From an optimization exercise on the open Yosys and OpenROAD flow, aimed at small area, a short achievable clock period and few clock cycles; shortcuts taken in it are not production practice. Function was checked by simulation only, so behaviour that the tests miss may differ from the original.

==> flow/design.v <==
module vbc_block_decoder (
    input  wire        clk,
    input  wire        rst,           
    input  wire        in_valid,
    output wire        in_ready,
    input  wire [31:0] in_data,       
    input  wire [4:0]  in_w,          
    output reg         out_valid,
    output wire [15:0] out_sample,    
    output reg         out_last       
);
    reg [31:0] slot0, slot1;
    reg        wp;            
    reg [1:0]  cnt;           
    reg [5:0]  ptr;
    reg [4:0]  w_in;          
    assign in_ready = !cnt[1];
    wire accept = in_valid && !cnt[1];
    reg        hdr;           
    reg        raw;
    reg [1:0]  pred;
    reg [4:0]  w;
    reg [17:0] ab;            
    reg        ua;
    reg [7:0]  idx;           
    reg [3:0]  idle;          
    reg [16:0] u2;            
    reg        v2;
    reg [15:0] hist [0:15];
    assign out_sample = hist[0];
    reg  [15:0] wmask;        
    integer wi;
    always @(*)
        for (wi = 0; wi < 16; wi = wi + 1)
            wmask[wi] = w > wi;
    wire [17:0] ub = ua ? {2'b0, u2[15:0]} : 18'd0;
    wire [17:0] cg [0:5];     
    wire [17:0] cp [0:5];
    assign cg[0] = ab & ub;
    assign cp[0] = ab ^ ub;
    genvar gl, gi;
    generate
        for (gl = 0; gl < 5; gl = gl + 1) begin : pfx
            for (gi = 0; gi < 18; gi = gi + 1) begin : bit_
                if (gi >= (1 << gl)) begin : comb
                    assign cg[gl+1][gi] = cg[gl][gi] | (cp[gl][gi] & cg[gl][gi - (1 << gl)]);
                    assign cp[gl+1][gi] = cp[gl][gi] & cp[gl][gi - (1 << gl)];
                end else begin : pass
                    assign cg[gl+1][gi] = cg[gl][gi];
                    assign cp[gl+1][gi] = cp[gl][gi];
                end
            end
        end
    endgenerate
    wire [17:0] carry = {cg[5][16:0], 1'b0};      
    wire [17:0] a     = cp[0] ^ carry;
    wire [17:0] hi    = ab | ub;
    reg  [15:0] kt;
    integer j;
    always @(*) begin
        kt[0] = 1'b1;
        for (j = 1; j < 16; j = j + 1)
            kt[j] = wmask[j] && (((hi >> (j + 2)) != 18'd0) || carry[j + 2]);
    end
    reg  [3:0] k;
    always @(*) begin
        k = 4'd0;
        for (j = 1; j < 16; j = j + 1)
            if (kt[j]) k = j;
    end
    wire [15:0] kmask = {1'b0, kt[15:1]};
    wire [31:0] wd0 = ptr[5] ? slot1 : slot0;
    wire [62:0] sh0 = ptr[5] ? {slot0[30:0], slot1} : {slot1[30:0], slot0};
    wire [46:0] sh1 = ptr[4] ? sh0[62:16] : sh0[46:0];
    wire [38:0] sh2 = ptr[3] ? sh1[46:8]  : sh1[38:0];
    wire [34:0] sh3 = ptr[2] ? sh2[38:4]  : sh2[34:0];
    wire [32:0] sh4 = ptr[1] ? sh3[34:2]  : sh3[32:0];
    wire [31:0] S   = ptr[0] ? sh4[32:1]  : sh4[31:0];
    reg  [4:0]  q;
    integer m;
    always @(*) begin
        q = 5'd16;
        for (m = 15; m >= 0; m = m - 1)
            if (!S[m]) q = m;
    end
    wire esc = q[4];
    wire [23:0] r1  = q[3] ? {1'b0, S[31:9]} : S[24:1];
    wire [19:0] r2  = q[2] ? r1[23:4]  : r1[19:0];
    wire [17:0] r3  = q[1] ? r2[19:2]  : r2[17:0];
    wire [15:0] rem = q[0] ? r3[16:1]  : r3[15:0];
    wire [4:0]  qk1 = k[0] ? {q[3:0], 1'b0} : {1'b0, q[3:0]};
    wire [6:0]  qk2 = k[1] ? {qk1, 2'b0}    : {2'b0, qk1};
    wire [10:0] qk3 = k[2] ? {qk2, 4'b0}    : {4'b0, qk2};
    wire [15:0] qk  = k[3] ? {qk3[7:0], 8'b0} : {5'b0, qk3};
    reg  [16:0] u;
    always @(*) begin
        if (raw)      u = {S[15:0] & wmask, 1'b0};
        else if (esc) u = {1'b0, S[31:16] & wmask};
        else          u = {1'b0, qk | (rem & kmask)};
    end
    wire [5:0]  pos_raw = {1'b0, ptr[4:0]} + {1'b0, w};
    wire [5:0]  pos_esc = pos_raw + 6'd16;
    wire [5:0]  xq      = {1'b0, ptr[4:0]} + {2'b0, q[3:0]};
    wire [5:0]  pos_cod = xq + {2'b0, k} + 6'd1;
    wire [5:0]  end_pos = raw ? pos_raw : esc ? pos_esc : pos_cod;
    reg  [47:0] W;
    integer n;
    always @(*)
        for (n = 0; n < 48; n = n + 1)
            W[n] = (n >= 32) ? 1'b1 : (n >= 17) ? kt[(32 - n) & 15] : 1'b0;
    wire [47:0] Wp      = {1'b1, W[47:1]};
    wire        strad_c = W[xq];
    wire        end5_c  = Wp[xq];
    wire        strad   = raw ? pos_raw > 6'd32 : esc ? pos_esc > 6'd32 : strad_c;
    wire        end5    = raw ? pos_raw[5]      : esc ? pos_esc[5]      : end5_c;
    wire        go      = !hdr && cnt != 2'd0 && (cnt[1] || !strad) && (idx == 8'd0 || idle == 4'd0);
    wire        last    = (idx == 8'd255);
    wire        hgo     = hdr && cnt != 2'd0;
    wire [1:0]  npop    = hgo ? 2'd1 : !go ? 2'd0 : last ? {strad, !strad} : {1'b0, end5};
    wire [1:0]  cnt_a   = cnt + {1'b0, accept};
    wire [1:0]  cnt_a1  = cnt_a - 2'd1;
    wire [1:0]  cnt_n   = npop[1] ? 2'd0 : npop[0] ? cnt_a1 : cnt_a;
    wire        upd     = go && !raw;
    wire [17:0] a_dec   = a - {2'b0, a[17:2]};
    wire [17:0] ab_n    = upd ? a_dec : a;
    always @(posedge clk) begin
        if (rst) begin
            cnt <= 2'd0;
            wp  <= 1'b0;
            ptr <= 6'd0;
            hdr <= 1'b1;
            idx <= 8'd0;
            v2  <= 1'b0;
            out_valid <= 1'b0;
        end else begin
            cnt <= cnt_n;
            wp  <= wp ^ accept;
            if (hgo || (go && last))
                ptr <= {ptr[5] ^ npop[0], 5'd0};
            else if (go)
                ptr <= {ptr[5] ^ end5, end_pos[4:0]};
            if (hdr) begin
                if (cnt != 2'd0) begin
                    hdr  <= 1'b0;
                    w    <= w_in;
                    pred <= wd0[1:0];
                    raw  <= wd0[6];
                end
            end else if (go) begin
                idx <= idx + 8'd1;
                if (last) hdr <= 1'b1;
            end
            v2 <= go;
            out_valid <= v2;
        end
        if (accept) w_in <= in_w;
        if (accept && !wp) slot0 <= in_data;
        if (accept &&  wp) slot1 <= in_data;
        if (hdr) begin
            ab <= 18'd4 << wd0[5:2];
            ua <= 1'b0;
        end else begin
            ab <= ab_n;
            ua <= upd;
        end
        idle     <= go ? 4'd0 : idle + 4'd1;
        u2       <= u;
        out_last <= (idx == 8'd0);
    end
    wire        first = (idx == 8'd1);
    wire        x0    = (idx[3:0] == 4'd1);
    wire        y0    = (idx[7:4] == 4'd0 && idx[3:0] != 4'd0) || (idx == 8'd16);
    wire        coded = !first && !raw;
    wire        use0  = coded && (pred == 2'd1 ? !x0 : pred == 2'd2 &&  y0);
    wire        use15 = coded && (pred == 2'd1 ?  x0 : pred == 2'd2 && !y0);
    wire [15:0] p     = (hist[0] & {16{use0}}) | (hist[15] & {16{use15}});
    wire [15:0] r = u2[16:1] ^ {16{u2[0]}};
    wire [15:0] s = (p + r) & wmask;
    integer h;
    always @(posedge clk) begin
        hist[0] <= v2 ? s : hist[15];
        for (h = 1; h < 16; h = h + 1) hist[h] <= hist[h-1];
    end
endmodule
==> flow/run.sh <==
#!/bin/bash
# synth_recipe.tcl (not shown) runs the flow's synth.tcl, then flattens the netlist and writes it again
# the make line also repeats each setting of config.mk as NAME=value (left out here)
make -C /OpenROAD-flow-scripts/flow DESIGN_CONFIG=/design/flow/config.mk WORK_HOME=/design/flow/orfs CLKGATE_MAP_FILE= SYNTH_SCRIPT=/design/flow/synth_recipe.tcl finish
==> flow/config.mk <==
export PLATFORM = sky130hd
export DESIGN_NAME = vbc_block_decoder
export DESIGN_NICKNAME = vbc_block_decoder
export VERILOG_FILES = /design/flow/design.v
export SDC_FILE = /design/flow/constraint.sdc
export NUM_CORES = 4
export LEC_CHECK = 0
export ABC_AREA = 0
export CAP_MARGIN = 20
export CORE_MARGIN = 2
export CORE_UTILIZATION = 40
export CTS_CLUSTER_DIAMETER = 100
export CTS_CLUSTER_SIZE = 25
export SETUP_SLACK_MARGIN = 4.0
export SLEW_MARGIN = 20
==> flow/constraint.sdc <==
create_clock -name core_clock -period 10.0 [get_ports {clk}]
set_input_delay 2.0000 -clock core_clock [delete_from_list [all_inputs] [get_ports {clk}]]
set_output_delay 2.0000 -clock core_clock [all_outputs]
set_load 0.01 [all_outputs]
==> flow_summary.json, run 1 <==
{
  "status": "no timing/DRC/antenna violations",
  "first_pass_iters": 6,
  "maxSlewViolCount": 0,
  "fin_crit_sh": 0.6226,
  "min_path_type": "register to register",
  "cts_tree": "done",
  "critPathCaptureType": "register",
  "diodes": 0,
  "ys_warn_count": 2,
  "num_vias": 14580,
  "vias_per_cell": 5.839,
  "rsz0062_at_grt": "true",
  "die_w_um": 224.4,
  "htree_levels": 1,
  "final_antenna_net_count": 0,
  "fin_skew_ns": 0.02684,
  "cts_made_buffers": 20,
  "netlist_instances": 1802,
  "fmax_mhz": 160.6,
  "drtIter0Drc": 1093,
  "synth_area_per_cell_um2": 10.78,
  "min-delay-start": "hist[1][4]",
  "clockBufferDepth": 3,
  "min_path_cells": 0,
  "r2r_slack_ns": 3.77,
  "track_usage": 0.2148,
  "crit_required_ns": 10.52,
  "io_buffers": 58,
  "timing.hold.ws_ns": 0.3143,
  "routabilityCongestion": 0.9053,
  "yosysSeqAreaShare": 0.4458,
  "final_cell_mix": "dfxtp_1 (312), nand2_1 (130), nor2_1 (103)",
  "layout-drive-gt1-share": 0.1637,
  "hold_end": "hist[2][4]",
  "relSlewSlack": 0.3346,
  "clk_pin_slew_ns": 0.11,
  "crit_path_max_fanout": 8,
  "synth_nets": 1932,
  "start_util": 0.4060,
  "crit_path_top_delay_cell": "fa_2",
  "hold_viol_final": 0,
  "drt-wirelength-per-cell_um": 21.90,
  "clk_latency_ns": 0.58,
  "row_count": 80,
  "critical_path_arrival_ns": 6.75,
  "grt_max_degree": 51,
  "ys_seq_elements": 394,
  "die_area_um2": 50340,
  "crit_path_start_kind": "register",
  "syn2layout_area_growth_pct": 13.30,
  "r2r-start": "ptr[5]",
  "critical_path.max_stage_delay_ns": 0.60,
  "core_area_um2": 47850,
  "synth_cell_types": 105,
  "layout_commonest_cell": "dfxtp_1",
  "crit_path_frequent_cell": "mux4_2",
  "reg2reg_depth": 26,
  "nNetsFinal": 2007,
  "wl_um": 54670,
  "async_flop_share": 0,
  "layout.cells.non_filler": 2497,
  "cts_root_buf": "clkbuf_16",
  "ctsHoldBuffers": 0,
  "antenna_found_initial": 0,
  "fin_ws_ns": 3.774,
  "reg2reg_to": "ab[4]",
  "grt_pass1_wl_um": 84560,
  "tns_ns": 0,
  "grt_pass1_vias": 14260,
  "crit_type": "register to register",
  "die_h_um": 224.4,
  "min_period_ns": 6.226,
  "gr-total-overflow": 0,
  "ys.flop_type": "dfxtp_1",
  "synth_edf_count": 77,
  "setup_viol": 0,
  "ios": 59,
  "drc": 0,
  "cap_viol_max_count": 0,
  "netlist_area_um2": 19420,
  "cts_sinks": 394,
  "dpl.hpwl_um": 40040,
  "dp_worst_setup_slack_ns": 2.248,
  "worst_pin_slew_ns": 0.9896,
  "dpl.cell_count": 2414
}
==> cell usage after synthesis, types with 24 or more instances <==
cell | n | share of area
ha_1 | 84 | 0.054
clkbuf_1 | 44 | 0.0085
a21o_1 | 24 | 0.0093
nand3_1 | 31 | 0.0080
xnor2_1 | 31 | 0.014
nand2_1 | 132 | 0.026
inv_1 | 94 | 0.018
nor3_1 | 37 | 0.0095
a31oi_1 | 26 | 0.0084
a21oi_1 | 91 | 0.023
o21ai_0 | 82 | 0.021
mux2_2 | 40 | 0.023
dfxtp_1 | 317 | 0.33
edfxtp_1 | 77 | 0.12
xor2_1 | 41 | 0.018
mux2i_1 | 71 | 0.037
nor2_1 | 104 | 0.020
mux4_2 | 70 | 0.081
==> layout make-up <==
class                      count  area [um^2]
inverter                     104        424.2
timing repair inverter         3        33.78
fill                        4423        25840
clock buffer                  23        533.0
sequential                   394         8670
multi-input combinational   1224        10220
clock inverter                 4        48.80
timing repair buffer         130         1306
tap                          615        769.5
==> state kept, by name, summed over array words and instances (netlist names) <==
signal and cells:
out_last 1, hdr 1, w_in 5, pred 2, slot0 32, idx 8
wp 1, w 5, u2 17, cnt 2, out_valid 1, ab 18
ua 1, raw 1, v2 1, ptr 6, idle 4, hist 256
slot1 32
==> kinds of logic (layout without fill, tap and decap cells) <==
family,Yosys count,after routing,share of synthesized area
muxes,188,188,0.1502
and+or+nand+nor,424,425,0.1067
AOI/OAI and AO/OA,449,449,0.1616
xor gates and xnor gates,72,72,0.03247
buffers and inverters,185,264,0.04297
DFF,394,394,0.4458
adders and majority gates,90,90,0.06029
==> layer usage <==
metal	share of wire	vias up	track usage
met5	0	-	0
met4	0.035	0	0.06580
met3	0.059	102	0.02417
met2	0.46	545	0.3551
met1	0.44	7115	0.2961
li1	-	6818	-
==> critical path, delay by kind of cell (launching register included) <==
family	cells	cell delay (ns)
DFF	1	0.47
adders and majority gates	2	0.72
buffers and inverters	7	0.63
muxes	4	1.89
AOI/OAI and AO/OA	7	0.97
and+or+nand+nor	6	1.47
==> worst max-delay path by stage <==
stage	from	to	slack [ns]	cells after the start
4_1_cts	ptr[5]	ab[6]	3.86	25
3_3_place_gp	ptr[4]	ab[8]	2.43	25
5_1_grt	ptr[5]	ab[4]	3.58	25
6_report	ptr[5]	ab[4]	3.77	26
2_1_floorplan	ptr[4]	ab[10]	4.01	27
3_5_place_dp	ptr[4]	ab[12]	2.25	25
==> per-stage QoR <==
step / util / area, um^2
2_1_floorplan: - / 19440
3_3_place_gp: 0.4286 / 20510
3_5_place_dp: 0.4286 / 20510
4_1_cts: 0.4560 / 21820
5_1_grt: 0.4599 / 22010
6_report: 0.4599 / 22010
==> repair_timing <==
action | CTS | global route
pin swaps | 16 | 5
resized for setup | 57 | 27
gates cloned | 5 | 1
setup buffers | 44 | 6
hold endpoints to repair | 0 | 0
setup endpoints to repair | 41 | 41
Testbench counts, summed over its fixed seeds: cycles 98,969.
==> run 2: changes to the inputs <==
--- a/flow/config.mk
+++ b/flow/config.mk
@@ -6,10 +6,11 @@
 export NUM_CORES = 4
 export LEC_CHECK = 0
-export ABC_AREA = 0
+export ABC_AREA = 1
 export CAP_MARGIN = 20
 export CORE_MARGIN = 2
-export CORE_UTILIZATION = 40
+export CORE_UTILIZATION = 55
 export CTS_CLUSTER_DIAMETER = 100
 export CTS_CLUSTER_SIZE = 25
+export PLACE_DENSITY = 0.7
 export SETUP_SLACK_MARGIN = 4.0
 export SLEW_MARGIN = 20
==> run 2 against run 1 <==
- still clean on timing, DRC and antenna
- sequential share of layout area is 2.8 points higher
- critical path depth up 10
- clock skew rose by 0.0082 ns
- worst hold slack worse by 0.0091 ns
- register-to-register slack improved by 0.58 ns
- fmax increased by 10%
- first-iteration DRC count rose by 28%
- global-route usage rose by 7.3 points
- synthesized cell count is 31% higher
- design area decreased by 6.7%
==> flow_summary.json, run 2 <==
{
  "status": "no timing/DRC/antenna violations",
  "setup_viol": 0,
  "wl_um": 52050,
  "antenna_found_initial": 1,
  "worst_pin_slew_ns": 1.079,
  "crit_path_max_fanout": 45,
  "vias_per_cell": 5.592,
  "track_usage": 0.2878,
  "placed_area_um2": 19410,
  "start_util": 0.5566,
  "nNetsFinal": 2536,
  "clk_latency_ns": 0.56,
  "cts_root_buf": "clkbuf_16",
  "fmax_mhz": 177.2,
  "dpl.hpwl_um": 38190,
  "synth_nets": 2497,
  "row_count": 67,
  "clockBufferDepth": 3,
  "drt-wirelength-per-cell_um": 18.20,
  "routabilityCongestion": 1.016,
  "synth_cell_types": 56,
  "muxShareOfSynthArea": 0.0005390,
  "synth_edf_count": 77,
  "fin_crit_sh": 0.5644,
  "ys_seq_elements": 394,
  "cts_sinks": 394,
  "synth_top_family_by_area": "simple AND/OR/NAND/NOR gates",
  "fin_skew_ns": 0.03500,
  "synth_area_per_cell_um2": 7.845,
  "largest-register": "hist",
  "yosys.area.top_type": "dfxtp_1",
  "crit_type": "register to register",
  "grt_pass1_wl_um": 80730,
  "min_path_type": "register to register",
  "clk_pin_slew_ns": 0.10,
  "layout_commonest_cell": "nand2_1",
  "num_vias": 15990,
  "first_pass_iters": 6,
  "critical_path_arrival_ns": 6.07,
  "maxSlewViolCount": 0,
  "crit_required_ns": 10.43,
  "layout-drive-gt1-share": 0.05848,
  "fin_ws_ns": 4.356,
  "diodes": 0,
  "timing.hold.ws_ns": 0.3051,
  "netlist_instances": 2367,
  "ios": 59,
  "yosysSeqAreaShare": 0.4663,
  "netlist_top_cells_area": "dfxtp_1 (34%), nand2_1 (14%), edfxtp_1 (12%)",
  "async_flop_share": 0,
  "htree_levels": 1,
  "rsz0062_at_grt": "true",
  "ys.flop_type": "dfxtp_1",
  "synthAdderAreaFrac": 0.06307,
  "largest_register_ffs": 256,
  "crit_path_top_delay_cell": "dfxtp_1",
  "synth_compound_area_frac": 0.1086,
  "crit_path_start_kind": "register",
  "final_antenna_net_count": 0,
  "synth_top_area_frac": 0.3418,
  "grt_pass1_vias": 15050,
  "critical_path.max_stage_delay_ns": 0.50,
  "drtIter0Drc": 1398,
  "die_w_um": 187.7,
  "cts_tree": "done",
  "dpl.cell_count": 2804,
  "cts_made_buffers": 19,
  "drc": 0,
  "dp_worst_setup_slack_ns": 2.678,
  "min_period_ns": 5.644,
  "cap_viol_max_count": 0,
  "die_h_um": 187.7,
  "synthXorXnorAreaFrac": 0.02688,
  "final_cell_mix": "nand2_1 (666), dfxtp_1 (316), nand3_1 (285)",
  "netlist_area_um2": 18570,
  "crit_path_frequent_cell": "nand2_1",
  "path_buf_inv": 6,
  "stdcell_area_um2": 20530,
  "ctsHoldBuffers": 0,
  "hold_viol_final": 0,
  "layout.cells.non_filler": 2859,
  "io_buffers": 58,
  "synth_top_cells_by_count": "nand2_1 (678), dfxtp_1 (317), nand3_1 (295)",
  "core_area_um2": 33360,
  "die_area_um2": 35250,
  "critPathCaptureType": "register",
  "top_regs": "hist (256), slot0 (32), slot1 (32)",
  "gr-total-overflow": 0,
  "tns_ns": 0,
  "synth.most_common_cell": "nand2_1",
  "path_delay_family": "simple AND/OR/NAND/NOR gates",
  "relSlewSlack": 0.2733,
  "ys_warn_count": 2,
  "synthSimpleGateAreaFrac": 0.2628,
  "syn2layout_area_growth_pct": 10.58,
  "grt_max_degree": 62
}
[run 2: changes by cell type after synthesis, sizes merged, moves of 17 or more]
cell    previous run  this run
mux4              76         0
inv              103       235
a21o              24         0
o22ai              5        27
nor2             105       137
mux2i             72         1
o31ai             20         1
nor3              39        15
nand2            134       682
nand3             31       295
mux2              40         0
nand2b            17         0
o21ai             83       126
[run 2: cells by family (layout without fill, tap and decap cells)]
kind of cell,after synthesis,count (layout)
mux,1,1
compound gates,339,339
simple gates,1160,1162
xor+xnor,57,57
buf+inv,326,368
fa+ha+maj,90,90
flops,394,394
[run 2: layout make-up]
type	count	area [um^2]
well taps	448	560.5
multi-input cells	1649	8811
clock buffers	23	500.5
repair buffers	102	991.0
inverters	239	960.9
repair inverters	1	16.27
flip-flops and latches	394	8662
clock inverters	3	31.28
fillers	2957	12830
[run 2: repair_timing]
item                                    in CTS  in global routing
pin swaps                                    0                 11
resized for setup                           13                 72
endpoints found under the hold margin        0                  0
endpoints found under the setup margin      41                 42
gates cloned                                 0                  4
setup buffers                                2                 23
[run 2: worst reg2reg max path, delay by kind of cell, from the launching register on]
family / cells / cell delay [ns]
AND/OR/NAND/NOR: 25 / 2.89
flip-flops: 1 / 0.50
buffers and inverters: 6 / 0.99
adder cells (fa/ha/maj): 1 / 0.38
AO/OA/AOI/OAI: 4 / 0.78
[run 2: routing by layer]
metal  GRT usage  vias up  wire, um
met2      0.4721      552     23500
met1      0.3945     7461     23330
met3     0.03519      106      3104
met4      0.1008        0      2111
li1            -     7868         -
met5           0        -         0
[run 2: final timing paths]
kind	from	to	slack [ns]	cells past startpoint
worst min register to register	hist[12][11]	hist[13][11]	0.31	0
worst min-delay path	hist[12][11]	hist[13][11]	0.31	0
worst max-delay path	ptr[4]	ab[12]	4.36	36
worst max register to register	ptr[4]	ab[12]	4.36	36
[run 2: metrics by stage]
stage | utilization
global route | 0.6154
global placement | 0.5819
finish | 0.6154
detailed placement | 0.5819
CTS | 0.5997
floorplan | -
==> run 3: changes to the inputs <==
--- a/flow/config.mk
+++ b/flow/config.mk
@@ -9,8 +9,7 @@
 export CAP_MARGIN = 20
 export CORE_MARGIN = 2
-export CORE_UTILIZATION = 55
+export CORE_UTILIZATION = 40
 export CTS_CLUSTER_DIAMETER = 100
 export CTS_CLUSTER_SIZE = 25
-export PLACE_DENSITY = 0.7
-export SETUP_SLACK_MARGIN = 4.0
+export SETUP_SLACK_MARGIN = 4.5
 export SLEW_MARGIN = 20
==> run 3 against run 2 <==
- non-clock buffer count is 28 higher
- worst hold slack improved by 0.022 ns
- global-route usage fell by 7.0 points
- highest routed layer is now met5
==> flow_summary.json, run 3 <==
{
  "status": "no timing/DRC/antenna violations",
  "timing.hold.ws_ns": 0.3274,
  "hold_end": "hist[5][0]",
  "grt_pass1_vias": 14920,
  "vias_per_cell": 5.269,
  "cts_made_buffers": 21,
  "fin_crit_sh": 0.5334,
  "min_period_ns": 5.334,
  "gr-total-overflow": 0,
  "crit_type": "register to register",
  "ctsHoldBuffers": 0,
  "min_path_type": "register to register",
  "antenna_found_initial": 1,
  "synth_edf_count": 77,
  "final_antenna_net_count": 0,
  "drtIter0Drc": 1237,
  "grt_pass1_wl_um": 81960,
  "min_path_cells": 0,
  "r2r_slack_ns": 4.67,
  "final_cell_mix": "nand2_1 (646), dfxtp_1 (313), nand3_1 (241)",
  "die_area_um2": 48160,
  "synth_area_per_cell_um2": 7.845,
  "cts_sinks": 394,
  "min-delay-start": "hist[4][0]",
  "crit_path_top_delay_cell": "fa_2",
  "layout-drive-gt1-share": 0.1075,
  "row_count": 78,
  "critical_path.max_stage_delay_ns": 0.70,
  "r2r-start": "ptr[5]",
  "dp_worst_setup_slack_ns": 2.831,
  "netlist_top_cells_area": "dfxtp_1 (34%), nand2_1 (14%), edfxtp_1 (12%)",
  "dpl.hpwl_um": 39530,
  "fin_ws_ns": 4.666,
  "start_util": 0.4074,
  "rsz0062_at_grt": "true",
  "critPathCaptureType": "register",
  "syn2layout_area_growth_pct": 16.39,
  "yosysSeqAreaShare": 0.4663,
  "largest-register": "hist",
  "relSlewSlack": 0.3499,
  "worst_pin_slew_ns": 0.9650,
  "io_buffers": 58,
  "track_usage": 0.2181,
  "wl_um": 54830,
  "clockBufferDepth": 3,
  "ios": 59,
  "netlist_instances": 2367,
  "grt_max_degree": 62,
  "synth.most_common_cell": "nand2_1",
  "die_h_um": 219.5,
  "ys.flop_type": "dfxtp_1",
  "first_pass_iters": 6,
  "netlist_area_um2": 18570,
  "async_flop_share": 0,
  "drc": 0,
  "ys_warn_count": 2,
  "num_vias": 16060,
  "largest_register_ffs": 256,
  "die_w_um": 219.5,
  "final_util": 0.4742,
  "top_regs": "hist (256), slot0 (32), slot1 (32)",
  "cap_viol_max_count": 0,
  "nNetsFinal": 2570,
  "clk_latency_ns": 0.57,
  "crit_path_start_kind": "register",
  "synth_top_area_frac": 0.3418,
  "diodes": 0,
  "hold_viol_final": 0,
  "drt-wirelength-per-cell_um": 18.00,
  "ys_seq_elements": 394,
  "synth_top_cells_by_count": "nand2_1 (678), dfxtp_1 (317), nand3_1 (295)",
  "maxSlewViolCount": 0,
  "clk_pin_slew_ns": 0.10,
  "crit_path_frequent_cell": "nand2_1",
  "crit_path_max_fanout": 18,
  "fin_skew_ns": 0.02670,
  "fmax_mhz": 187.5,
  "cts_tree": "done",
  "critical_path_arrival_ns": 5.77,
  "synth_nets": 2497,
  "reg2reg_depth": 46,
  "core_area_um2": 45580,
  "htree_levels": 1,
  "reg2reg_to": "ab[11]",
  "setup_viol": 0,
  "fill_cells": 4440,
  "cts_root_buf": "clkbuf_16",
  "synth_cell_types": 56,
  "routabilityCongestion": 0.9902,
  "tns_ns": 0,
  "yosys.area.top_type": "dfxtp_1",
  "crit_required_ns": 10.44,
  "layout_commonest_cell": "nand2_1"
}
run 3: repair_timing:
item | in CTS | in global routing
setup endpoints to repair | 42 | 42
resized for setup | 48 | 155
pin swaps | 5 | 26
setup buffers | 8 | 45
cloned | 2 | 9
run 3: layout make-up:
type	instances	area [um^2]	area share
timing repair buffer	130	1318	0.06096
multi-input combinational	1650	9243	0.4276
clock inverter	6	76.32	0.003531
clock buffer	24	536.8	0.02484
tap	600	750.7	0.03473
inverter	239	968.4	0.04481
timing repair inverter	4	55.05	0.002547
sequential	394	8666	0.4009
run 3: worst max path at each step:
stage	from	end	slack, ns	cells after the start
final	ptr[5]	ab[11]	4.67	46
after global routing	ptr[5]	ab[11]	4.26	47
after CTS	ptr[5]	ab[9]	4.44	44
after detailed placement	ptr[5]	ptr[5]	2.83	45
after global placement	ptr[5]	ptr[5]	2.92	43
after floorplan	ptr[3]	ab[11]	5.08	45
run 3: stage by stage:
stage / cell area [um^2] / cells
3_5_place_dp: 19590 / 2953
2_1_floorplan: 18570 / 2367
5_1_grt: 21610 / 3047
6_report: 21610 / 3047
3_3_place_gp: 19590 / 2953
4_1_cts: 20460 / 2993
run 3: logic make-up (layout without fill, tap and decap cells):
kind of cell,count (synthesis),count (layout),synth area share
and+or+nand+nor,1160,1163,0.2628
xor gates and xnor gates,57,57,0.02688
AOI/OAI and AO/OA,339,339,0.1086
buffers and inverters,326,403,0.07189
DFF,394,394,0.4663
adders and majority gates,90,90,0.06307
muxes,1,1,0.0005391
run 3: routing by layer:
metal,share of wire,track usage,vias up
li1,-,-,7949
met4,0.050,0.1005,2
met5,0.00033,0,-
met3,0.060,0.03768,144
met1,0.44,0.2850,7418
met2,0.45,0.3518,542
run 3: critical path: cells and delay by family, from the launching register on:
family | cells | cell delay [ns]
AO/OA/AOI/OAI | 4 | 0.71
buffers and inverters | 7 | 0.75
adder cells (fa/ha/maj) | 2 | 0.81
AND/OR/NAND/NOR | 33 | 2.50
flip-flops | 1 | 0.38
==> run 4: changes to the inputs <==
--- a/flow/config.mk
+++ b/flow/config.mk
@@ -12,4 +12,4 @@
 export CTS_CLUSTER_DIAMETER = 100
 export CTS_CLUSTER_SIZE = 25
-export SETUP_SLACK_MARGIN = 4.5
+export SETUP_SLACK_MARGIN = 3.5
 export SLEW_MARGIN = 20
==> run 4 against run 3 <==
- first-iteration DRC count grew 4.4%
- area after synthesis is the same
- routed wire length down 4.5%
- sequential share of layout area grew 2.4 points
- design area shrank 5.7%
- critical path depth down 19
- fmax down 9.9%
==> flow_summary.json, run 4 <==
{
  "reg2reg_depth": 27,
  "layout-drive-gt1-share": 0.03845,
  "first_pass_iters": 7,
  "netlist_area_um2": 18570,
  "layout.cells.non_filler": 2993,
  "drtIter0Drc": 1292,
  "layout_commonest_cell": "nand2_1",
  "clockBufferDepth": 3,
  "timing.hold.ws_ns": 0.3271,
  "netlist_instances": 2367,
  "cts_sinks": 394,
  "wl_um": 52350,
  "largest-register": "hist",
  "netlist_top_cells_area": "dfxtp_1 (34%), nand2_1 (14%), edfxtp_1 (12%)",
  "tns_ns": 0,
  "ys.flop_type": "dfxtp_1",
  "hold_viol_final": 0,
  "top_regs": "hist (256), slot0 (32), slot1 (32)",
  "cap_viol_max_count": 0,
  "grt_pass1_vias": 14770,
  "rsz0062_at_grt": "false",
  "vias_per_cell": 5.251,
  "critical_path_arrival_ns": 6.35,
  "crit_required_ns": 10.43,
  "clk_pin_slew_ns": 0.10,
  "dpl.cell_count": 2953,
  "die_w_um": 219.5,
  "grt_pass1_wl_um": 80950,
  "synth_cell_types": 56,
  "start_util": 0.4074,
  "largest_register_ffs": 256,
  "cts_made_buffers": 21,
  "ios": 59,
  "worst_pin_slew_ns": 1.033,
  "fin_ws_ns": 4.080,
  "row_count": 78,
  "clk_latency_ns": 0.56,
  "async_flop_share": 0,
  "io_buffers": 58,
  "dpl.hpwl_um": 39530,
  "synth.most_common_cell": "nand2_1",
  "grt_max_degree": 62,
  "final_antenna_net_count": 0,
  "ys_seq_elements": 394,
  "crit_start": "raw",
  "die_h_um": 219.5,
  "core_area_um2": 45580,
  "gr-total-overflow": 0,
  "r2r_slack_ns": 4.08,
  "synth_area_per_cell_um2": 7.845,
  "reg2reg_to": "hist[0][14]",
  "cts_tree": "done",
  "fmax_mhz": 168.9,
  "final_cell_mix": "nand2_1 (676), dfxtp_1 (315), nand3_1 (295)",
  "drc": 0,
  "synth_edf_count": 77,
  "relSlewSlack": 0.3070,
  "min_path_type": "register to register",
  "synth_top_area_frac": 0.3418,
  "fin_crit_sh": 0.5920,
  "cts_root_buf": "clkbuf_16",
  "dp_worst_setup_slack_ns": 2.831,
  "synth_nets": 2497,
  "yosys.area.top_type": "dfxtp_1",
  "antenna_found_initial": 2,
  "r2r-start": "raw",
  "drt-wirelength-per-cell_um": 17.49,
  "num_vias": 15720,
  "maxSlewViolCount": 0,
  "synth_top_cells_by_count": "nand2_1 (678), dfxtp_1 (317), nand3_1 (295)",
  "fin_skew_ns": 0.02385,
  "ctsHoldBuffers": 0,
  "endpoint": "hist[0][14]",
  "syn2layout_area_growth_pct": 9.791,
  "stdcell_area_um2": 20390,
  "min_path_cells": 0,
  "die_area_um2": 48160,
  "setup_viol": 0,
  "status": "no timing/DRC/antenna violations",
  "routabilityCongestion": 0.9902,
  "crit_type": "register to register",
  "htree_levels": 1,
  "crit_path_max_fanout": 19,
  "track_usage": 0.2152,
  "nNetsFinal": 2516,
  "placed_area_um2": 19590,
  "critPathCaptureType": "register",
  "ys_warn_count": 2,
  "yosysSeqAreaShare": 0.4663,
  "crit_path_start_kind": "register",
  "diodes": 0,
  "min_period_ns": 5.920
}
## run 4: cell count changes in the layout (fill, tap and decap cells not counted), sizes merged
cell and delta:
nor2 -2, clkinv -2, inv -1, buf -47, clkbuf -2
## run 4: worst min-delay path by stage
stage                       startpoint           end  slack, ns
after floorplan             hist[9][0]   hist[10][0]       0.31
after global placement     hist[4][14]   hist[5][14]       0.31
after detailed placement  hist[11][12]  hist[12][12]       0.31
after CTS                  hist[5][12]   hist[6][12]       0.33
after global routing      hist[11][13]  hist[12][13]       0.33
final                       hist[4][0]    hist[5][0]       0.33
## run 4: worst max-delay path, cell delays in order, from the launching register on
cell and delay, ns:
edfxtp_1 1.01, clkinv_1 0.88, o21ai_0 0.33, o21bai_1 0.17, buf_4 0.30, o22ai_1 0.12
ha_1 0.26, fa_1 0.42, nand2_1 0.08, nand2_1 0.05, a21oi_1 0.20, nor2_1 0.08
o21ai_0 0.16, nand2_1 0.09, nand2_1 0.08, nand2_1 0.06, a21oi_1 0.16, nor2_1 0.07
o21ai_0 0.23, nand2_1 0.11, a21oi_1 0.15, o21bai_1 0.11, nand2_1 0.09, nand2_1 0.06
a21oi_1 0.16, nor2_1 0.06, o211ai_1 0.16, o21ai_0 0.10
## run 4: cells by family (layout without fill, tap and decap cells)
group / after synthesis / in the layout / share of synthesized area
AO/OA/AOI/OAI: 339 / 339 / 0.1086
buffers and inverters: 326 / 351 / 0.07189
flip-flops: 394 / 394 / 0.4663
AND/OR/NAND/NOR: 1160 / 1161 / 0.2628
adder cells (fa/ha/maj): 90 / 90 / 0.06307
multiplexers: 1 / 1 / 0.0005391
XOR/XNOR: 57 / 57 / 0.02688
## run 4: layout make-up
| cell class | instances | area (um^2) |
|---|---|---|
| inverters | 239 | 930.9 |
| well taps | 600 | 750.7 |
| multi-input cells | 1648 | 8626 |
| flip-flops and latches | 394 | 8663 |
| clock inverters | 6 | 76.32 |
| repair inverters | 1 | 5.005 |
| clock buffers | 24 | 536.8 |
| repair buffers | 81 | 798.3 |
| fillers | 4537 | 25190 |
## run 4: stage by stage
stage,util
2_1_floorplan,-
3_3_place_gp,0.4297
3_5_place_dp,0.4297
4_1_cts,0.4434
5_1_grt,0.4473
6_report,0.4473
## run 4: timing repair
item / CTS / global route
buffers inserted: 0 / 8
pin swaps: 0 / 3
endpoints found under the setup margin: 41 / 41
hold endpoints to repair: 0 / 0
cloned: 0 / 2
gates resized for setup: 6 / 18
## run 4: metal layers
metal	GRT usage	share of wire	routed length (um)
met5	0	0.00061	32
met4	0.09144	0.046	2401
met3	0.03589	0.061	3174
met2	0.3492	0.45	23660
met1	0.2833	0.44	23090
==> run 5: changes to the inputs <==
--- a/flow/config.mk
+++ b/flow/config.mk
@@ -11,5 +11,5 @@
 export CORE_UTILIZATION = 40
 export CTS_CLUSTER_DIAMETER = 100
-export CTS_CLUSTER_SIZE = 25
-export SETUP_SLACK_MARGIN = 3.5
+export CTS_CLUSTER_SIZE = 20
+export SETUP_SLACK_MARGIN = 4.0
 export SLEW_MARGIN = 20
==> run 5 against run 4 <==
- worst hold slack about the same
- area after synthesis is the same
- register-to-register slack better by 0.33 ns
==> flow_summary.json, run 5 <==
{
  "synth_nets": 2497,
  "multi_input_area_um2": 8716,
  "first_pass_iters": 7,
  "muxShareOfSynthArea": 0.0005390,
  "min_period_ns": 5.588,
  "final_cell_mix": "nand2_1 (669), dfxtp_1 (314), nand3_1 (291)",
  "ctsHoldBuffers": 0,
  "layout-drive-gt1-share": 0.05466,
  "netlist_top_cells_area": "dfxtp_1 (34%), nand2_1 (14%), edfxtp_1 (12%)",
  "synthSimpleGateAreaFrac": 0.2628,
  "reg2reg_depth": 23,
  "layout_commonest_cell": "nand2_1",
  "stdcell_area_um2": 20770,
  "yosysSeqAreaShare": 0.4663,
  "ios": 59,
  "critPathCaptureType": "register",
  "cts_sinks": 394,
  "synth_top_cells_by_count": "nand2_1 (678), dfxtp_1 (317), nand3_1 (295)",
  "largest-register": "hist",
  "synth_cell_types": 56,
  "cts_root_buf": "clkbuf_16",
  "routabilityCongestion": 0.9902,
  "ys.flop_type": "dfxtp_1",
  "fill_cells": 4501,
  "vias_per_cell": 5.239,
  "reg2reg_to": "ptr[4]",
  "grt_pass1_wl_um": 81330,
  "start_util": 0.4074,
  "setup_viol": 0,
  "timing.hold.ws_ns": 0.3271,
  "largest_register_ffs": 256,
  "nNetsFinal": 2538,
  "crit_path_frequent_cell": "inv_1",
  "drt-wirelength-per-cell_um": 17.62,
  "htree_levels": 1,
  "die_area_um2": 48160,
  "seq_area_um2": 8665,
  "synth_edf_count": 77,
  "cts_made_buffers": 24,
  "clk_pin_slew_ns": 0.09,
  "ys_warn_count": 2,
  "dpl.hpwl_um": 39530,
  "min-delay-start": "hist[4][12]",
  "cts_tree": "done",
  "netlist_area_um2": 18570,
  "crit_type": "register to register",
  "syn2layout_area_growth_pct": 11.87,
  "fin_crit_sh": 0.5588,
  "crit_required_ns": 10.51,
  "synth_area_per_cell_um2": 7.845,
  "fmax_mhz": 179.0,
  "synthAdderAreaFrac": 0.06307,
  "fin_skew_ns": 0.02913,
  "grt_max_degree": 62,
  "hold_viol_final": 0,
  "crit_path_max_fanout": 8,
  "ys_seq_elements": 394,
  "wl_um": 53120,
  "rsz0062_at_grt": "false",
  "synthXorXnorAreaFrac": 0.02688,
  "critical_path.max_stage_delay_ns": 0.61,
  "core_area_um2": 45580,
  "drc": 0,
  "maxSlewViolCount": 0,
  "yosys.area.top_type": "dfxtp_1",
  "die_h_um": 219.5,
  "diodes": 0,
  "synth_top_area_frac": 0.3418,
  "crit_path_top_delay_cell": "edfxtp_1",
  "final_util": 0.4558,
  "status": "no timing/DRC/antenna violations",
  "gr-total-overflow": 0,
  "drtIter0Drc": 1274,
  "num_vias": 15800,
  "critical_path_arrival_ns": 6.10,
  "worst_pin_slew_ns": 0.9709,
  "relSlewSlack": 0.3459,
  "antenna_found_initial": 2,
  "r2r_slack_ns": 4.41,
  "async_flop_share": 0,
  "hold_end": "hist[5][12]",
  "synth.most_common_cell": "nand2_1",
  "synth_compound_area_frac": 0.1086,
  "grt_pass1_vias": 14870,
  "crit_path_start_kind": "register",
  "track_usage": 0.2157,
  "cp_cell_sequence": "nor2_1 -> buf_4 -> inv_1 -> nor2_1 -> inv_1 -> nor2_1 -> inv_1 -> o21ai_0 -> inv_1 -> o21ai_0 -> a21oi_1 -> or2_2 -> a21oi_2 -> inv_1 -> fa_1 -> nand2_1 -> nand2_1 -> a21oi_1 -> xor2_1 -> o221ai_1 -> nand2_1 -> o21ai_1 -> nor2_1",
  "synth_top_family_by_area": "simple AND/OR/NAND/NOR gates",
  "io_buffers": 58,
  "clk_latency_ns": 0.58,
  "tns_ns": 0,
  "placed_area_um2": 19590,
  "row_count": 78,
  "r2r-start": "w[4]",
  "final_antenna_net_count": 0,
  "min_path_cells": 0,
  "clockBufferDepth": 3,
  "netlist_instances": 2367,
  "top_regs": "hist (256), slot0 (32), slot1 (32)",
  "min_path_type": "register to register",
  "die_w_um": 219.5,
  "cap_viol_max_count": 0
}
==> run 5: layout make-up <==
type	instances	share of cell area
clock buffers	29	0.03030
clock inverters	4	0.002168
inverters	239	0.04584
multi-input cells	1648	0.4196
flip-flops and latches	394	0.4171
well taps	600	0.03614
repair buffers	99	0.04783
repair inverters	2	0.001024
==> run 5: stage by stage <==
stage	instances	setup slack [ns]
finish	3015	4.412
global route	3015	3.959
CTS	2989	4.040
detailed placement	2953	2.831
global placement	2953	2.924
floorplan	2367	5.076
==> run 5: how the worst max path moves through the flow <==
| stage | to | cells after the start | slack, ns | startpoint |
|---|---|---|---|---|
| after floorplan | ab[11] | 45 | 5.08 | ptr[3] |
| after global placement | ptr[5] | 43 | 2.92 | ptr[5] |
| after detailed placement | ptr[5] | 45 | 2.83 | ptr[5] |
| after CTS | cnt[0] | 35 | 4.04 | ptr[5] |
| after global routing | ab[2] | 48 | 3.96 | ptr[5] |
| final | ptr[4] | 23 | 4.41 | w[4] |
==> run 5: critical path, delay by kind of cell (launching register included) <==
family / cells / cell delay [ns]
AO/OA/AOI/OAI: 7 / 1.23
flip-flops: 1 / 0.61
XOR/XNOR: 1 / 0.18
buffers and inverters: 6 / 1.27
AND/OR/NAND/NOR: 8 / 1.72
adder cells (fa/ha/maj): 1 / 0.48
==> run 5: cell families (layout without fill, tap and decap cells) <==
group,after synthesis,in the layout
AOI/OAI and AO/OA,339,339
DFF,394,394
xor gates and xnor gates,57,57
muxes,1,1
buffers and inverters,326,373
and+or+nand+nor,1160,1161
adders and majority gates,90,90
==> run 5: what timing repair did <==
action                                  in CTS  in global routing
endpoints found under the setup margin      41                 42
gates resized for setup                     16                 42
pin swaps                                    0                  6
gates cloned                                 0                  5
setup buffers                                3                 21
==> run 5: routing by layer <==
metal / part of all wire / GRT usage / vias to the layer above
met3: 0.058 / 0.03782 / 137
met4: 0.047 / 0.09122 / 6
met1: 0.44 / 0.2821 / 7268
met5: 0.0017 / 0.008333 / -
met2: 0.45 / 0.3502 / 493
li1: - / - / 7892
==> run 6: changes to the inputs <==
--- a/flow/config.mk
+++ b/flow/config.mk
@@ -11,5 +11,6 @@
 export CORE_UTILIZATION = 40
 export CTS_CLUSTER_DIAMETER = 100
-export CTS_CLUSTER_SIZE = 20
+export CTS_CLUSTER_SIZE = 25
 export SETUP_SLACK_MARGIN = 4.0
 export SLEW_MARGIN = 20
+export TNS_END_PERCENT = 50
==> run 6 against run 5 <==
- core utilization down 0.18 points
- die area unchanged
- global-route usage about the same
- fmax up 0.44%
- critical path type unchanged
- clock skew down 0.0036 ns
- worst setup slack better by 0.025 ns
==> flow_summary.json, run 6 <==
{
  "status": "no timing/DRC/antenna violations",
  "hold_viol_final": 0,
  "fmax_mhz": 179.8,
  "first_pass_iters": 6,
  "path_delay_family": "simple AND/OR/NAND/NOR gates",
  "antenna_found_initial": 2,
  "cts_made_buffers": 21,
  "gr-total-overflow": 0,
  "min_period_ns": 5.563,
  "syn2layout_area_growth_pct": 11.43,
  "htree_levels": 1,
  "synth_area_per_cell_um2": 7.845,
  "yosys.area.top_type": "dfxtp_1",
  "rsz0062_at_grt": "false",
  "ys_seq_elements": 394,
  "min_path_type": "register to register",
  "fin_crit_sh": 0.5563,
  "crit_path_max_fanout": 8,
  "top_regs": "hist (256), slot0 (32), slot1 (32)",
  "drt-wirelength-per-cell_um": 17.65,
  "grt_pass1_wl_um": 81280,
  "num_vias": 15750,
  "cts_sinks": 394,
  "crit_required_ns": 10.50,
  "cts_tree": "done",
  "cts_root_buf": "clkbuf_16",
  "setup_viol": 0,
  "wl_um": 53130,
  "clk_latency_ns": 0.56,
  "drc": 0,
  "die_area_um2": 48160,
  "row_count": 78,
  "crit_path_top_delay_cell": "edfxtp_1",
  "drtIter0Drc": 1355,
  "netlist_area_um2": 18570,
  "synth_nets": 2497,
  "cp_cell_sequence": "nor2_1 -> buf_4 -> inv_1 -> nor2_1 -> inv_1 -> nor2_1 -> inv_1 -> o21ai_0 -> inv_1 -> o21ai_0 -> a21oi_1 -> or2_2 -> a21oi_2 -> inv_1 -> fa_1 -> nand2_1 -> nand2_1 -> a21oi_1 -> xor2_1 -> o221ai_1 -> nand2_1 -> o21ai_1 -> nor2_1",
  "clk_pin_slew_ns": 0.10,
  "netlist_top_cells_area": "dfxtp_1 (34%), nand2_1 (14%), edfxtp_1 (12%)",
  "ys_warn_count": 2,
  "stdcell_area_um2": 20690,
  "die_h_um": 219.5,
  "path_buf_inv": 6,
  "die_w_um": 219.5,
  "crit_type": "register to register",
  "tns_ns": 0,
  "netlist_instances": 2367,
  "critPathCaptureType": "register",
  "final_antenna_net_count": 0,
  "nNetsFinal": 2533,
  "dpl.hpwl_um": 39530,
  "fin_ws_ns": 4.437,
  "layout-drive-gt1-share": 0.05436,
  "vias_per_cell": 5.234,
  "cap_viol_max_count": 0,
  "diodes": 0,
  "track_usage": 0.2160,
  "grt_max_degree": 62,
  "largest_register_ffs": 256,
  "crit_path_frequent_cell": "inv_1",
  "final_util": 0.4540,
  "synth_top_cells_by_count": "nand2_1 (678), dfxtp_1 (317), nand3_1 (295)",
  "ys.flop_type": "dfxtp_1",
  "placed_area_um2": 19590,
  "largest-register": "hist",
  "core_area_um2": 45580,
  "start_util": 0.4074,
  "io_buffers": 58,
  "synth.most_common_cell": "nand2_1",
  "grt_pass1_vias": 14820,
  "critical_path.max_stage_delay_ns": 0.61,
  "crit_path_start_kind": "register",
  "maxSlewViolCount": 0,
  "worst_pin_slew_ns": 0.9635,
  "synth_cell_types": 56,
  "async_flop_share": 0,
  "relSlewSlack": 0.3509,
  "synth_edf_count": 77,
  "routabilityCongestion": 0.9902,
  "layout_commonest_cell": "nand2_1",
  "yosysSeqAreaShare": 0.4663,
  "final_cell_mix": "nand2_1 (669), dfxtp_1 (314), nand3_1 (291)",
  "fin_skew_ns": 0.02558,
  "dp_worst_setup_slack_ns": 2.831,
  "clockBufferDepth": 3,
  "synth_top_area_frac": 0.3418,
  "ios": 59,
  "critical_path_arrival_ns": 6.06
}
run 6: cell families after synthesis:
logic type,share of synthesized area
AOI/OAI and AO/OA,0.1086
xor gates and xnor gates,0.02688
adders and majority gates,0.06307
buffers and inverters,0.07189
DFF,0.4663
muxes,0.0005391
and+or+nand+nor,0.2628
run 6: worst paths after layout:
path	from	cells after the start	end	slack [ns]
max reg2reg	w[4]	23	ptr[4]	4.44
max	w[4]	23	ptr[4]	4.44
min	hist[4][0]	0	hist[5][0]	0.33
min reg2reg	hist[4][0]	0	hist[5][0]	0.33
run 6: stage by stage:
step	hold WS, ns	std cells
final	0.3271	3010
after global routing	0.3269	3010
after CTS	0.3274	2986
after detailed placement	0.3121	2953
after global placement	0.3098	2953
after floorplan	0.3096	2367
run 6: area by class of cell:
type,count,area (um^2)
Multi-Input combinational cell,1648,8711
Inverter,239,952.2
Clock inverter,6,76.32
Sequential cell,394,8665
Fill cell,4510,24890
Timing Repair Buffer,97,978.4
Clock buffer,24,536.8
Tap cell,600,750.7
Timing Repair inverter,2,21.27
run 6: per-layer routing:
metal  track usage  wire [um]  up-vias
met5             0         69        -
met4       0.09212       2426        4
met3       0.03630       3146      131
met2        0.3505      24020      474
met1        0.2843      23470     7271
li1              -          -     7874
run 6: timing repair:
action	in CTS	in global routing
pin swaps	0	5
gates cloned	0	5
buffers inserted	3	19
hold buffers	0	0
gates resized for setup	16	43
setup endpoints to repair	41	42
==> run 7: changes to the inputs <==
--- a/flow/config.mk
+++ b/flow/config.mk
@@ -12,5 +12,5 @@
 export CTS_CLUSTER_DIAMETER = 100
 export CTS_CLUSTER_SIZE = 25
+export PLACE_DENSITY = 0.5
 export SETUP_SLACK_MARGIN = 4.0
 export SLEW_MARGIN = 20
-export TNS_END_PERCENT = 50
==> run 7 against run 6 <==
- still clean on timing, DRC and antenna
- final cell count increased by 0.30%
- first-iteration DRC count decreased by 2.4%
- clock-buffer cell count decreased by 1
- worst hold slack got worse by 0.017 ns
- critical path type unchanged
- largest cell class unchanged
- highest routed layer is now met4
==> flow_summary.json, run 7 <==
{
  "final_util": 0.4560,
  "hold_viol_final": 0,
  "fin_skew_ns": 0.02895,
  "die_w_um": 219.5,
  "row_count": 78,
  "diodes": 0,
  "cts_root_buf": "clkbuf_16",
  "tns_ns": 0,
  "ios": 59,
  "largest-register": "hist",
  "grt_max_degree": 62,
  "netlist_area_um2": 18570,
  "die_h_um": 219.5,
  "start_util": 0.4074,
  "layout-drive-gt1-share": 0.05870,
  "crit_path_top_delay_cell": "edfxtp_1",
  "cts_made_buffers": 20,
  "yosysSeqAreaShare": 0.4663,
  "final_cell_mix": "nand2_1 (665), dfxtp_1 (315), nand3_1 (290)",
  "rsz0062_at_grt": "true",
  "top_regs": "hist (256), slot0 (32), slot1 (32)",
  "synth_cell_types": 56,
  "drc": 0,
  "antenna_found_initial": 0,
  "cp_cell_sequence": "nor2_2 -> inv_1 -> nor2_1 -> inv_1 -> nor2_1 -> inv_1 -> o21ai_0 -> inv_1 -> o21ai_0 -> a21oi_1 -> or2_2 -> a21oi_2 -> inv_1 -> fa_1 -> nand2_1 -> nand2_1 -> a21oi_1 -> xor2_1 -> o221ai_1 -> nand2_1 -> o21ai_1 -> nor2_1",
  "clk_latency_ns": 0.58,
  "gr-total-overflow": 0,
  "min_path_type": "register to register",
  "async_flop_share": 0,
  "synth_edf_count": 77,
  "vias_per_cell": 5.213,
  "track_usage": 0.2171,
  "status": "no timing/DRC/antenna violations",
  "synth_area_per_cell_um2": 7.845,
  "timing.hold.ws_ns": 0.3099,
  "ys_warn_count": 2,
  "relSlewSlack": 0.3796,
  "crit_path_start_kind": "register",
  "largest_register_ffs": 256,
  "maxSlewViolCount": 0,
  "nNetsFinal": 2543,
  "fmax_mhz": 171.4,
  "crit_path_max_fanout": 8,
  "drtIter0Drc": 1323,
  "ys_seq_elements": 394,
  "yosys.area.top_type": "dfxtp_1",
  "htree_levels": 1,
  "crit_required_ns": 10.51,
  "crit_path_frequent_cell": "inv_1",
  "cap_viol_max_count": 0,
  "synth_top_cells_by_count": "nand2_1 (678), dfxtp_1 (317), nand3_1 (295)",
  "fin_crit_sh": 0.5835,
  "crit_type": "register to register",
  "netlist_top_cells_area": "dfxtp_1 (34%), nand2_1 (14%), edfxtp_1 (12%)",
  "grt_pass1_vias": 14350,
  "synth_nets": 2497,
  "setup_viol": 0,
  "num_vias": 15740,
  "ys.flop_type": "dfxtp_1",
  "drt-wirelength-per-cell_um": 17.82,
  "clk_pin_slew_ns": 0.10,
  "routabilityCongestion": 0.9266,
  "syn2layout_area_growth_pct": 11.93,
  "layout_commonest_cell": "nand2_1",
  "io_buffers": 58,
  "cts_tree": "done",
  "dpl.cell_count": 2955,
  "path_delay_family": "simple AND/OR/NAND/NOR gates",
  "core_area_um2": 45580,
  "wl_um": 53800,
  "critical_path.max_stage_delay_ns": 0.66,
  "critPathCaptureType": "register",
  "grt_pass1_wl_um": 81360,
  "first_pass_iters": 8,
  "clockBufferDepth": 3,
  "dpl.hpwl_um": 40700,
  "worst_pin_slew_ns": 0.9296,
  "min_period_ns": 5.835,
  "netlist_instances": 2367,
  "final_antenna_net_count": 0,
  "layout.cells.non_filler": 3019,
  "path_buf_inv": 5,
  "synth_top_area_frac": 0.3418,
  "cts_sinks": 394,
  "critical_path_arrival_ns": 6.35,
  "die_area_um2": 48160,
  "synth.most_common_cell": "nand2_1"
}
[run 7: changes by cell type in the layout (fill, tap and decap cells not counted), sizes merged]
cell,delta
buf,+8
bufbuf,+1
clkinv,+3
clkinvlp,-3
inv,-2
nor2,+2
[run 7: worst register-to-register path: stages (launching register included)]
cell and delay [ns]:
edfxtp_1 0.66, nor2_2 0.50, inv_1 0.16, nor2_1 0.46, inv_1 0.24, nor2_1 0.53
inv_1 0.14, o21ai_0 0.21, inv_1 0.19, o21ai_0 0.19, a21oi_1 0.08, or2_2 0.28
a21oi_2 0.39, inv_1 0.35, fa_1 0.51, nand2_1 0.09, nand2_1 0.05, a21oi_1 0.16
xor2_1 0.18, o221ai_1 0.15, nand2_1 0.09, o21ai_1 0.06, nor2_1 0.09
[run 7: cell families (layout without fill, tap and decap cells)]
kind of cell | after synthesis | count (layout) | share of synthesized area
simple gates | 1160 | 1163 | 0.2628
xor+xnor | 57 | 57 | 0.02688
mux | 1 | 1 | 0.0005391
flops | 394 | 394 | 0.4663
compound gates | 339 | 339 | 0.1086
fa+ha+maj | 90 | 90 | 0.06307
buf+inv | 326 | 375 | 0.07189
[run 7: worst paths after layout]
| path | startpoint | to | slack (ns) | cells after the start |
|---|---|---|---|---|
| hold / removal | hist[7][7] | hist[8][7] | 0.31 | 0 |
| setup / recovery | w[4] | ptr[4] | 4.17 | 22 |
| hold reg to reg | hist[7][7] | hist[8][7] | 0.31 | 0 |
| setup reg to reg | w[4] | ptr[4] | 4.17 | 22 |
[run 7: what timing repair did]
item / CTS / global route
endpoints found under the setup margin: 42 / 42
hold buffers: 0 / 0
resized for setup: 19 / 56
pin swaps: 0 / 16
setup buffers: 1 / 27
gates cloned: 1 / 6
[run 7: area by class of cell]
type                       count  area (um^2)
multi-input combinational   1650         8771
inverter                     239        957.2
timing repair inverter         1        16.27
clock buffer                  23        511.7
fill                        4548        24790
sequential                   394         8663
timing repair buffer         107         1061
tap                          600        750.7
clock inverter                 5        53.80
[run 7: stage by stage]
| stage | worst slack, ns | cell area, um^2 |
|---|---|---|
| floorplan | 5.076 | 18570 |
| global placement | 2.717 | 19600 |
| detailed placement | 2.576 | 19600 |
| CTS | 4.003 | 20260 |
| global route | 3.944 | 20780 |
| finish | 4.165 | 20780 |
[run 7: layer usage]
| layer | routed length (um) | track usage | up-vias |
|---|---|---|---|
| met5 | 0 | 0 | - |
| met4 | 1864 | 0.06959 | 0 |
| met3 | 3017 | 0.02995 | 78 |
| met2 | 23470 | 0.3430 | 424 |
| met1 | 25450 | 0.3060 | 7339 |
| li1 | - | - | 7897 |
==> run 8: changes to the inputs <==
--- a/flow/config.mk
+++ b/flow/config.mk
@@ -12,5 +12,5 @@
 export CTS_CLUSTER_DIAMETER = 100
 export CTS_CLUSTER_SIZE = 25
-export PLACE_DENSITY = 0.5
+export GPL_ROUTABILITY_DRIVEN = 0
 export SETUP_SLACK_MARGIN = 4.0
 export SLEW_MARGIN = 20
==> run 8 against run 7 <==
- global-route usage down 1.7 points
- sequential share of layout area up 0.73 points
==> flow_summary.json, run 8 <==
{
  "tns_ns": 0,
  "netlist_area_um2": 18570,
  "hold_viol_final": 0,
  "core_area_um2": 45580,
  "netlist_instances": 2367,
  "multi_input_area_um2": 8688,
  "critPathCaptureType": "register",
  "vias_per_cell": 5.276,
  "row_count": 78,
  "synth_nets": 2497,
  "drtIter0Drc": 1650,
  "ctsHoldBuffers": 0,
  "grt_pass1_wl_um": 76930,
  "critical_path.max_stage_delay_ns": 0.61,
  "relSlewSlack": 0.3146,
  "clk_pin_slew_ns": 0.11,
  "fin_skew_ns": 0.03493,
  "grt_max_degree": 62,
  "drt-wirelength-per-cell_um": 16.35,
  "critical_path_arrival_ns": 6.10,
  "antenna_found_initial": 0,
  "cap_viol_max_count": 0,
  "diodes": 0,
  "clk_latency_ns": 0.56,
  "start_util": 0.4074,
  "dpl.hpwl_um": 36490,
  "async_flop_share": 0,
  "largest_register_ffs": 256,
  "fin_crit_sh": 0.5611,
  "crit_path_frequent_cell": "inv_1",
  "layout-drive-gt1-share": 0.04631,
  "first_pass_iters": 6,
  "wl_um": 48990,
  "netlist_top_cells_area": "dfxtp_1 (34%), nand2_1 (14%), edfxtp_1 (12%)",
  "nNetsFinal": 2523,
  "ys.flop_type": "dfxtp_1",
  "io_buffers": 58,
  "synth_area_per_cell_um2": 7.845,
  "syn2layout_area_growth_pct": 9.999,
  "worst_pin_slew_ns": 1.017,
  "crit_type": "register to register",
  "timing.hold.ws_ns": 0.3165,
  "min_period_ns": 5.611,
  "gr-total-overflow": 0,
  "path_buf_inv": 5,
  "rsz0062_at_grt": "true",
  "yosys.area.top_type": "dfxtp_1",
  "ys_warn_count": 2,
  "synth_top_cells_by_count": "nand2_1 (678), dfxtp_1 (317), nand3_1 (295)",
  "synth_cell_types": 56,
  "track_usage": 0.1996,
  "cts_sinks": 394,
  "die_area_um2": 48160,
  "min_path_type": "register to register",
  "path_delay_family": "simple AND/OR/NAND/NOR gates",
  "layout_commonest_cell": "nand2_1",
  "htree_levels": 1,
  "cts_root_buf": "clkbuf_16",
  "num_vias": 15810,
  "setup_viol": 0,
  "drc": 0,
  "synth_edf_count": 77,
  "final_cell_mix": "nand2_1 (670), dfxtp_1 (315), nand3_1 (294)",
  "die_h_um": 219.5,
  "seq_area_um2": 8663,
  "maxSlewViolCount": 0,
  "synth.most_common_cell": "nand2_1",
  "crit_path_start_kind": "register",
  "ios": 59,
  "final_antenna_net_count": 0,
  "status": "no timing/DRC/antenna violations",
  "cts_tree": "done",
  "clockBufferDepth": 3,
  "grt_pass1_vias": 14690,
  "die_w_um": 219.5,
  "fill_cells": 4516,
  "cp_cell_sequence": "nor2_2 -> inv_1 -> nor2_1 -> inv_1 -> nor2_1 -> inv_1 -> o21ai_0 -> inv_1 -> o21ai_0 -> a21oi_1 -> or2_2 -> a21oi_2 -> inv_1 -> fa_1 -> nand2_1 -> nand2_1 -> a21oi_1 -> xor2_1 -> o221ai_1 -> nand2_1 -> o21ai_1 -> nor2_1",
  "fmax_mhz": 178.2,
  "cts_made_buffers": 19,
  "crit_required_ns": 10.49,
  "ys_seq_elements": 394,
  "synth_top_area_frac": 0.3418,
  "largest-register": "hist",
  "top_regs": "hist (256), slot0 (32), slot1 (32)",
  "crit_path_max_fanout": 8,
  "yosysSeqAreaShare": 0.4663,
  "crit_path_top_delay_cell": "edfxtp_1"
}
-- run 8: timing repair --
action,in CTS,in global routing
buffers inserted,2,14
gates cloned,0,2
endpoints found under the setup margin,41,42
resized for setup,15,44
pin swaps,0,5
-- run 8: logic make-up (layout without fill, tap and decap cells) --
kind of cell	Yosys count	after routing	synth area share
adders and majority gates	90	90	0.06307
and+or+nand+nor	1160	1161	0.2628
AOI/OAI and AO/OA	339	339	0.1086
DFF	394	394	0.4663
muxes	1	1	0.0005391
buffers and inverters	326	355	0.07189
xor gates and xnor gates	57	57	0.02688
-- run 8: cell type report --
type / instances / share of cell area
flip-flops and latches: 394 / 0.4241
clock inverters: 2 / 0.0008576
repair buffers: 90 / 0.04257
multi-input cells: 1648 / 0.4254
repair inverters: 1 / 0.0002450
inverters: 239 / 0.04606
well taps: 600 / 0.03675
clock buffers: 23 / 0.02401
-- run 8: through the flow --
stage	area, um^2	instances	worst slack (ns)	util
finish	20430	2997	4.389	0.4482
global route	20430	2997	3.968	0.4482
CTS	20170	2981	4.021	0.4425
detailed placement	19590	2954	2.933	0.4299
global placement	19590	2954	3.256	0.4299
floorplan	18570	2367	5.076	-
-- run 8: metal layers --
layer | global-route usage | vias up | part of all wire
met5 | 0 | - | 0
met3 | 0.03547 | 123 | 0.075
met4 | 0.06847 | 0 | 0.040
met1 | 0.2639 | 7257 | 0.44
li1 | - | 7838 | -
met2 | 0.3285 | 595 | 0.45
-- run 8: final timing paths --
path | start | end | slack, ns | depth (start not counted)
setup reg to reg | w[4] | ptr[4] | 4.39 | 22
hold / removal | hist[13][11] | hist[14][11] | 0.32 | 0
setup / recovery | w[4] | ptr[4] | 4.39 | 22
hold reg to reg | hist[13][11] | hist[14][11] | 0.32 | 0
-- run 8: worst register-to-register path, delay by kind of cell (launching register included) --
| kind | cells | cell delay, ns |
|---|---|---|
| and+or+nand+nor | 8 | 2.02 |
| AOI/OAI and AO/OA | 7 | 1.19 |
| buffers and inverters | 5 | 1.06 |
| DFF | 1 | 0.61 |
| adders and majority gates | 1 | 0.48 |
| xor gates and xnor gates | 1 | 0.21 |

separate check: timing with driven ports:
No port has a modelled driver above. Below, the same layouts with a new extraction and two added sets of constraints. Step 1: set_driving_cell puts a clkbuf_16 on clk and a buf_2 on each other input, an assumption about the parent block. Step 2, shift: input delay + t, output delay - t, t = (earliest + latest rising clock arrival at the registers) / 2. This alone moves slack from input paths to output paths. a / b / c = no drivers / after step 1 / after step 2; a / b = the first two.
run | t, ns | setup slack, ns | slew at the worst register clock pin (ns)
run 1 | 0.627 | 3.774 / 3.774 / 3.774 | 0.11 / 0.11
run 2 | 0.597 | 4.356 / 4.356 / 4.356 | 0.10 / 0.10
run 3 | 0.607 | 4.666 / 4.666 / 4.666 | 0.10 / 0.10
run 4 | 0.603 | 4.080 / 4.080 / 4.080 | 0.10 / 0.10
run 5 | 0.614 | 4.412 / 4.412 / 4.412 | 0.09 / 0.09
run 6 | 0.604 | 4.437 / 4.437 / 4.437 | 0.10 / 0.10
run 7 | 0.619 | 4.165 / 4.165 / 4.165 | 0.10 / 0.10
run 8 | 0.595 | 4.389 / 4.389 / 4.389 | 0.11 / 0.11
After both steps every run listed still meets setup and hold.
